Background: an optimization exercise with open tools, aiming at small area and a short achievable clock period. Do not read the settings as production practice. No functional check of the RTL was part of this run. Power is estimated from default activity; no workload was simulated.

--- flow/config.mk ---
export PLATFORM = sky130hd
export DESIGN_NAME = map_xlate
export DESIGN_NICKNAME = map_xlate
export VERILOG_FILES = /design/flow/design.v
export SDC_FILE = /design/flow/constraint.sdc
export NUM_CORES = 4
export LEC_CHECK = 0
export CAP_MARGIN = 20
export CORE_MARGIN = 2
export CORE_UTILIZATION = 40
export SLEW_MARGIN = 20
--- flow/constraint.sdc ---
create_clock -name core_clock -period 16.0 [get_ports {clk}]
set_input_delay 3.2000 -clock core_clock [delete_from_list [all_inputs] [get_ports {clk}]]
set_output_delay 3.2000 -clock core_clock [all_outputs]
set_load 0.01 [all_outputs]
--- flow/design.v ---
module map_xlate (
    input  wire        clk,
    input  wire        rst,             
    input  wire        cfg_we,
    input  wire [4:0]  cfg_addr,
    input  wire [63:0] cfg_wdata,
    input  wire        req_valid,
    input  wire [39:0] req_addr,
    input  wire        req_kt3,
    output reg         resp_valid,
    output reg  [4:0]  resp_column,
    output reg  [15:0] resp_row,
    output reg  [3:0]  resp_bank,
    output reg  [1:0]  resp_rank,
    output reg  [3:0]  resp_channel,
    output reg  [2:0]  resp_stack,
    output reg  [3:0]  resp_region,
    output reg         resp_unmapped
);
    localparam NREG  = 16;
    localparam NMASK = 13;
    integer n, j;
    reg        c_rst;
    reg        c_we;
    reg [4:0]  c_addr;
    reg [63:0] c_d;              
    reg        q_v;
    reg [39:5] q_a;
    reg        q_k;
    always @(posedge clk) begin
        c_rst  <= rst;
        c_we   <= cfg_we;
        c_addr <= cfg_addr;
        c_d    <= cfg_wdata;
        q_a    <= req_addr[39:5];
        q_k    <= req_kt3;
        q_v    <= req_valid & ~rst;
    end
    reg        rg_valid [0:NREG-1];
    reg        rg_mode  [0:NREG-1];
    reg        rg_wf    [0:NREG-1];
    reg [3:0]  rg_size  [0:NREG-1];    
    reg [9:0]  rg_base  [0:NREG-1];
    reg [9:0]  rg_rb    [0:NREG-1];
    reg        rg_lock  [0:NREG-1];
    reg [17:0] mk_mask  [0:NMASK-1];   
    reg        mk_lock  [0:NMASK-1];
    wire [63:0] wd = c_rst ? 64'd0 : c_d;
    wire [3:0] w_size = wd[7:4];
    wire [9:0] w_szm  = (10'd1 << w_size) - 10'd1;
    wire       w_wf   = (w_size <= 4'd10) && ((wd[25:16] & w_szm) == 10'd0)
                                          && ((wd[41:32] & w_szm) == 10'd0);
    wire [3:0] w_sclip = (w_size > 4'd10) ? 4'd10 : w_size;
    always @(posedge clk) begin
        for (n = 0; n < NREG; n = n + 1) begin
            if (c_rst || (c_we && c_addr == n && !rg_lock[n])) begin
                rg_valid[n] <= wd[0];
                rg_mode[n]  <= wd[1];
                rg_wf[n]    <= w_wf;
                rg_size[n]  <= w_sclip;
                rg_base[n]  <= wd[25:16];
                rg_rb[n]    <= wd[41:32];
                rg_lock[n]  <= wd[63];
            end
        end
        for (n = 0; n < NMASK; n = n + 1) begin
            if (c_rst || (c_we && c_addr == NREG + n && !mk_lock[n])) begin
                mk_mask[n] <= wd[38:21];
                mk_lock[n] <= wd[63];
            end
        end
    end
    wire [9:0] a_hi = q_a[38:29];
    reg [9:0]  tm, dd;
    reg        c;
    reg [15:0] hit;
    always @* begin
        for (n = 0; n < NREG; n = n + 1) begin
            for (j = 0; j < 10; j = j + 1) tm[j] = (j < rg_size[n]);
            c = 1'b1;
            for (j = 0; j < 10; j = j + 1) begin
                dd[j] = a_hi[j] ^ ~rg_base[n][j] ^ c;
                c = (a_hi[j] & ~rg_base[n][j]) | (a_hi[j] & c) | (~rg_base[n][j] & c);
            end
            hit[n] = rg_valid[n] && c && ((dd & ~tm) == 10'd0);
        end
    end
    reg        any, multi;
    reg        s_wf, s_mode;
    reg [3:0]  s_size, s_reg;
    reg [9:0]  s_rb;
    always @* begin
        any = 1'b0; multi = 1'b0;
        s_wf = 1'b0; s_mode = 1'b0; s_size = 4'd0; s_rb = 10'd0; s_reg = 4'd0;
        for (n = 0; n < NREG; n = n + 1) begin
            multi  = multi | (any & hit[n]);
            any    = any | hit[n];
            s_wf   = s_wf   | (hit[n] & rg_wf[n]);
            s_mode = s_mode | (hit[n] & rg_mode[n]);
            s_size = s_size | ({4{hit[n]}} & rg_size[n]);
            s_rb   = s_rb   | ({10{hit[n]}} & rg_rb[n]);
            s_reg  = s_reg  | ({4{hit[n]}} & n[3:0]);
        end
    end
    wire mapped = !q_a[39] && any && !multi && s_wf;
    reg [9:0] t;
    always @* for (j = 0; j < 10; j = j + 1) t[j] = (j < s_size);
    wire [17:0] a_m = q_a[38:21] & {18{~q_k}};
    reg  [12:0] selbits;
    always @* begin
        for (n = 0; n < NMASK; n = n + 1)
            selbits[n] = q_a[8 + n] ^ (q_k & q_a[23 + n]) ^ (^(a_m & mk_mask[n]));
    end
    wire [22:0] a_sh = q_a[38:16] >> s_size;
    wire [12:0] ord  = a_sh[12:0];
    wire [15:0] ra  = s_mode ? q_a[25:10] : q_a[38:23];
    wire [15:0] row = {(ra[15:6] & t) | s_rb, ra[5:0]};
    always @(posedge clk) begin
        resp_valid    <= q_v & ~rst;
        resp_unmapped <= !mapped;
        resp_region   <= mapped ? s_reg : 4'd0;
        resp_row      <= mapped ? row : 16'd0;
        resp_column   <= mapped ? (s_mode ? q_a[9:5] : {q_a[22:21], q_a[7:5]}) : 5'd0;
        resp_channel  <= mapped ? (s_mode ? ord[9:6]   : selbits[3:0])  : 4'd0;
        resp_stack    <= mapped ? (s_mode ? ord[12:10] : selbits[6:4])  : 3'd0;
        resp_bank     <= mapped ? (s_mode ? ord[3:0]   : selbits[10:7]) : 4'd0;
        resp_rank     <= mapped ? (s_mode ? ord[5:4]   : selbits[12:11]): 2'd0;
    end
endmodule
--- flow/run.sh ---
#!/bin/bash
# synth_recipe.tcl (not shown) runs the flow's synth.tcl, then flattens the netlist and writes it again
# the make line also repeats each setting of config.mk as NAME=value (left out here)
make -C /OpenROAD-flow-scripts/flow DESIGN_CONFIG=/design/flow/config.mk WORK_HOME=/design/flow/orfs CLKGATE_MAP_FILE= SYNTH_SCRIPT=/design/flow/synth_recipe.tcl finish
==> Flow_metrics.wiki <==
{| class="wikitable"
! Metric !! Value
|-
| Outcome || complete, no violations
|-
| # IOs || 154
|-
| Post-Layout Cell Count || 3938
|-
| Num CTS Buffers || 88
|-
| Count of mapped cells out of synthesis || 2492
|-
| Core area || 0.0884 mm^2
|-
| Avg Inst Size Synth || 14.3 um^2
|-
| Mapped cell area || roughly 0.036 mm^2
|-
| XOR/XNOR share of the synthesized area || between 5 and 6%
|-
| Via density per instance || 5.56
|-
| Count of flip-flops with a built-in enable after synthesis || 695
|-
| Clock network fraction of design power || 39.9%
|-
| Number of global-route vias before repair || 22.1k
|-
| Routability cong. || between 0.8 and 0.9
|-
| GR Overflow Total || 0
|-
| Maximum level of the CTS H-tree || 3
|-
| Path type of the worst setup path || register to register
|-
| Clock-pin slew on the worst setup and hold paths || 0.06 ns
|-
| Setup repair after global routing missed its margin || false
|-
| Number of placed instances, taps included || between 3k and 4k
|-
| Yosys reg bits || 812
|-
| Worst ir drop on vdd || 80.7 uV
|-
| Root Buffer || sky130_fd_sc_hd__clkbuf_16
|-
| Final setup violation count || 0
|-
| Resize count post-CTS || 0
|-
| Half-perimeter wire length of the detailed placement result || slightly below 60 mm
|-
| Internal power of the cells || 4010 uW
|-
| Cell repeated most along the worst path || sky130_fd_sc_hd__fa_1
|-
| Routed length per placed instance || 25.3 um
|-
| Fraction of the mapped netlist area in simple logic gates || 7.38%
|-
| Port-buffer cells || 117
|-
| Post-synthesis adder-cell area fraction || 8.79%
|-
| Largest stage delay on the critical path || 0.69 ns
|-
| Number of unique standard cell types used by synthesis || 86
|-
| Residual DRC count || 0
|-
| Pin slew with the least headroom to its limit || approximately 1.1 ns
|-
| Area added between synthesis and finish || 18.2%
|-
| Final-report hold violation count || 0
|-
| Fraction of final layout cells with drive strength greater than 1 || 11.3%
|-
| Overall die width || 303 um
|-
| Clock Sink Count || 812
|-
| Total vias in the final route || 21.9k
|-
| Number of rows in the core area || 109
|-
| PD cells || 128 mW/mm^2
|-
| Data required, critical path || between 15 and 20 ns
|-
| Reported leakage power || 0.0155 uW
|-
| Die area || 0.0915 mm^2
|-
| Number of buffers on the longest clock path || 3
|-
| Critical Path Source Type || register
|-
| Sw power || 1400 uW
|-
| Detailed-router iteration count before antenna repair || 5
|-
| Predominant post-synthesis flop cell || sky130_fd_sc_hd__edfxtp_1
|-
| All-Layer GR Usage || between 20% and 30%
|-
| Crit path max fanout || 24
|-
| Proportion of power drawn by flip-flops and latches || 46.1%
|-
| Maximum clock skew at final layout || 0.0405 ns
|-
| Max transition margin || 25.1%
|-
| Number of max-cap violations || 0
|-
| Crit. End Element || register
|-
| Number of antenna violations at the first check in global routing || 3
|-
| Ratio of final minimum period to clock period || between 50% and 60%
|-
| Vertical die dimension || 303 um
|-
| Synthesized net count || 2767
|-
| Number of setup buffers added after CTS || 0
|-
| Relative contribution of combinational cells to total power || 13.9%
|-
| TritonCTS clock tree || built
|-
| Post-route minimum period || 8.46 ns
|-
| Post-Route WL || approximately 100 mm
|-
| Antenna diode count || 0
|-
| Sequential fraction of the synthesis area || 65.1%
|-
| Total negative setup slack || 0 ns
|-
| Number of warnings reported in the yosys synthesis log || 10
|-
| Share of flip-flops with an asynchronous set or reset || 0%
|-
| Max Slew Vio Count || 0
|-
| Maximum number of pins on one net before global-route repair || 50
|-
| Mux contribution to synthesized area || 1.85%
|-
| Compound-Gate Fraction of Synth Area || 8.67%
|-
| DRT iter0 DRCs || between 2k and 2.5k
|-
| Largest family of logic cells by synthesized area || adder cells
|-
| Nets@finish || around 3.0k
|-
| Worst-Skew Late Latency || 0.67 ns
|-
| Initial core utilization || about two fifths
|-
| Crit path arrival time || 8.96 ns
|-
| Slowest library cell on the worst path || sky130_fd_sc_hd__a21oi_1
|-
| Number of antenna-violating nets in the routed design || 0
|-
| Switching portion of total power || between 20% and 30%
|-
| First-pass GRT wire length || 145 mm
|-
| Worst hold-check path type || register to register
|-
| Maximum achievable frequency || 118 MHz
|-
| Number of hold-repair buffers added at the cts stage || 0
|}
## stage by stage
| stage | hold slack, ns | setup slack, ns | instance area, um^2 | utilization (%) | power (uW) |
|---|---|---|---|---|---|
| finish | 0.420 | 7.54 | 42200 | 47.7 | 5400 |
| global route | 0.444 | 7.17 | 42200 | 47.7 | 5600 |
| CTS | 0.429 | 7.53 | 42200 | 47.7 | 5440 |
| detailed placement | 0.417 | 7.53 | 39100 | 44.2 | 3290 |
| global placement | 0.423 | 7.73 | 39100 | 44.2 | 3270 |
| floorplan | 0.394 | 8.76 | 35700 | - | 3000 |
## per-layer routing
metal / vias to the layer above / GRT usage, % / wire, um
met1: 11300 / 31.7 / 43800
met3: 133 / 2.89 / 7010
met5: - / 0 / 0
met2: 892 / 34.8 / 46500
met4: 0 / 5.76 / 2310
li1: 9566 / - / -
## critical path, delay by kind of cell (launching register included)
kind,cells,cell delay [ns]
fa+ha+maj,10,3.54
compound gates,6,1.90
buf+inv,8,1.38
simple gates,5,1.09
flops,1,0.31
## power by group through the flow
| stage | sequential (uW) | combinational (uW) | clock [uW] |
|---|---|---|---|
| after global routing | 2500 | 820 | 2270 |
| after detailed placement | 2540 | 750 | 0 |
| after global placement | 2530 | 734 | 0 |
| after CTS | 2490 | 753 | 2190 |
| after floorplan | 2520 | 481 | 0 |
| final | 2490 | 752 | 2160 |
## synthesized netlist by cell type (6+ instances only)
master,n,area (um^2)
sky130_fd_sc_hd__buf_1,8,30.0
sky130_fd_sc_hd__dfxtp_1,117,2340
sky130_fd_sc_hd__a211oi_1,22,165
sky130_fd_sc_hd__nor2_1,98,368
sky130_fd_sc_hd__o31ai_1,31,233
sky130_fd_sc_hd__nand3_1,27,135
sky130_fd_sc_hd__nand2_1,301,1130
sky130_fd_sc_hd__nor3_1,20,100
sky130_fd_sc_hd__xnor2_1,183,1600
sky130_fd_sc_hd__nand3b_1,9,67.6
sky130_fd_sc_hd__nor4_1,7,43.8
sky130_fd_sc_hd__a22o_1,37,324
sky130_fd_sc_hd__clkbuf_1,70,263
sky130_fd_sc_hd__and3_1,6,37.5
sky130_fd_sc_hd__a22oi_1,45,338
sky130_fd_sc_hd__a221o_1,6,60.1
sky130_fd_sc_hd__o211ai_1,14,105
sky130_fd_sc_hd__mux2_2,6,67.6
sky130_fd_sc_hd__nand4_1,22,138
sky130_fd_sc_hd__a211o_1,7,61.3
sky130_fd_sc_hd__o21bai_1,19,143
sky130_fd_sc_hd__mux2i_1,59,591
sky130_fd_sc_hd__a31oi_1,9,56.3
sky130_fd_sc_hd__o21ai_0,60,300
sky130_fd_sc_hd__fa_1,144,2880
sky130_fd_sc_hd__a221oi_1,36,315
sky130_fd_sc_hd__xor2_1,52,455
sky130_fd_sc_hd__ha_1,17,213
sky130_fd_sc_hd__or2_2,11,68.8
sky130_fd_sc_hd__inv_1,134,503
sky130_fd_sc_hd__a21oi_1,59,295
sky130_fd_sc_hd__edfxtp_1,695,20900
sky130_fd_sc_hd__nor2b_1,38,238
sky130_fd_sc_hd__o2111ai_1,7,61.3
## cell families (layout without fill, tap and decap cells)
kind of cell | count (synthesis) | after routing
flip-flops | 812 | 812
AND/OR/NAND/NOR | 576 | 576
AO/OA/AOI/OAI | 416 | 416
XOR/XNOR | 235 | 235
buffers and inverters | 223 | 504
adder cells (fa/ha/maj) | 165 | 165
multiplexers | 65 | 65
## cell usage in the layout, fill, tap and decap left out, drive strengths merged, types with 61 or more instances in the layout
cell type	Yosys	routed
buf	18	89
edfxtp	695	695
clkdlybuf4s50	0	117
clkbuf	70	110
nor2	99	99
dfxtp	117	117
o21ai	61	61
fa	144	144
inv	135	143
nand2	301	301
xnor2	183	183
## worst paths after layout
check,startpoint,end,slack (ns),depth (start not counted)
max,q_a[29]$_DFF_P_,resp_bank[1]$_SDFF_PN0_,7.54,29
min,q_a[5]$_DFF_P_,resp_column[0]$_SDFF_PN0_,0.42,2
max reg2reg,q_a[29]$_DFF_P_,resp_bank[1]$_SDFF_PN0_,7.54,29
min reg2reg,q_a[5]$_DFF_P_,resp_column[0]$_SDFF_PN0_,0.42,2
## layout make-up
cell class / instances / area, um^2
Inverter: 135 / 507
Clock buffer: 110 / 2360
Timing Repair Buffer: 206 / 1840
Clock inverter: 53 / 729
Multi-Input combinational cell: 1457 / 12100
Tap cell: 1165 / 1460
Fill cell: 7640 / 46200
Sequential cell: 812 / 23200
## registers in the layout, indices dropped and copies added (netlist names), 2 cells and up
name,flops
c_addr,5
c_d,33
mk_lock,13
mk_mask,234
q_a,35
resp_bank,4
resp_channel,4
resp_column,5
resp_rank,2
resp_region,4
resp_row,16
resp_stack,3
rg_base,160
rg_lock,16
rg_mode,16
rg_rb,160
rg_size,64
rg_valid,16
rg_wf,16

[what the ideal ports hide]
The flow's constraints put no driver on any port. The routed layout listed below was extracted and timed again, unchanged, in two steps. Step 1 sets driving cells, clkbuf_16 on the clock port and buf_2 on the other inputs (assumed; they add their load-dependent delay and slew). Step 2 adds t to the input delays and takes it off the output delays; t is the mean of the earliest and latest rising clock arrival at the registers after step 1. Input paths then give back, and output paths get back, about the clock's delay inside the block. Slacks: ideal ports / drivers / drivers and shift; pairs: ideal ports / drivers.
t, ns: 0.713
slack for setup (ns): 7.542 / 7.542 / 7.542
hold WS [ns]: 0.420 / 0.420 / 0.420
worst setup path after step 2: register to register
worst data-port slew with drivers (ns): 0.05
After both steps setup and hold are still met in this run. The setup slack of this run moves by 0.000 ns with the drivers and by 0.000 ns with both steps.
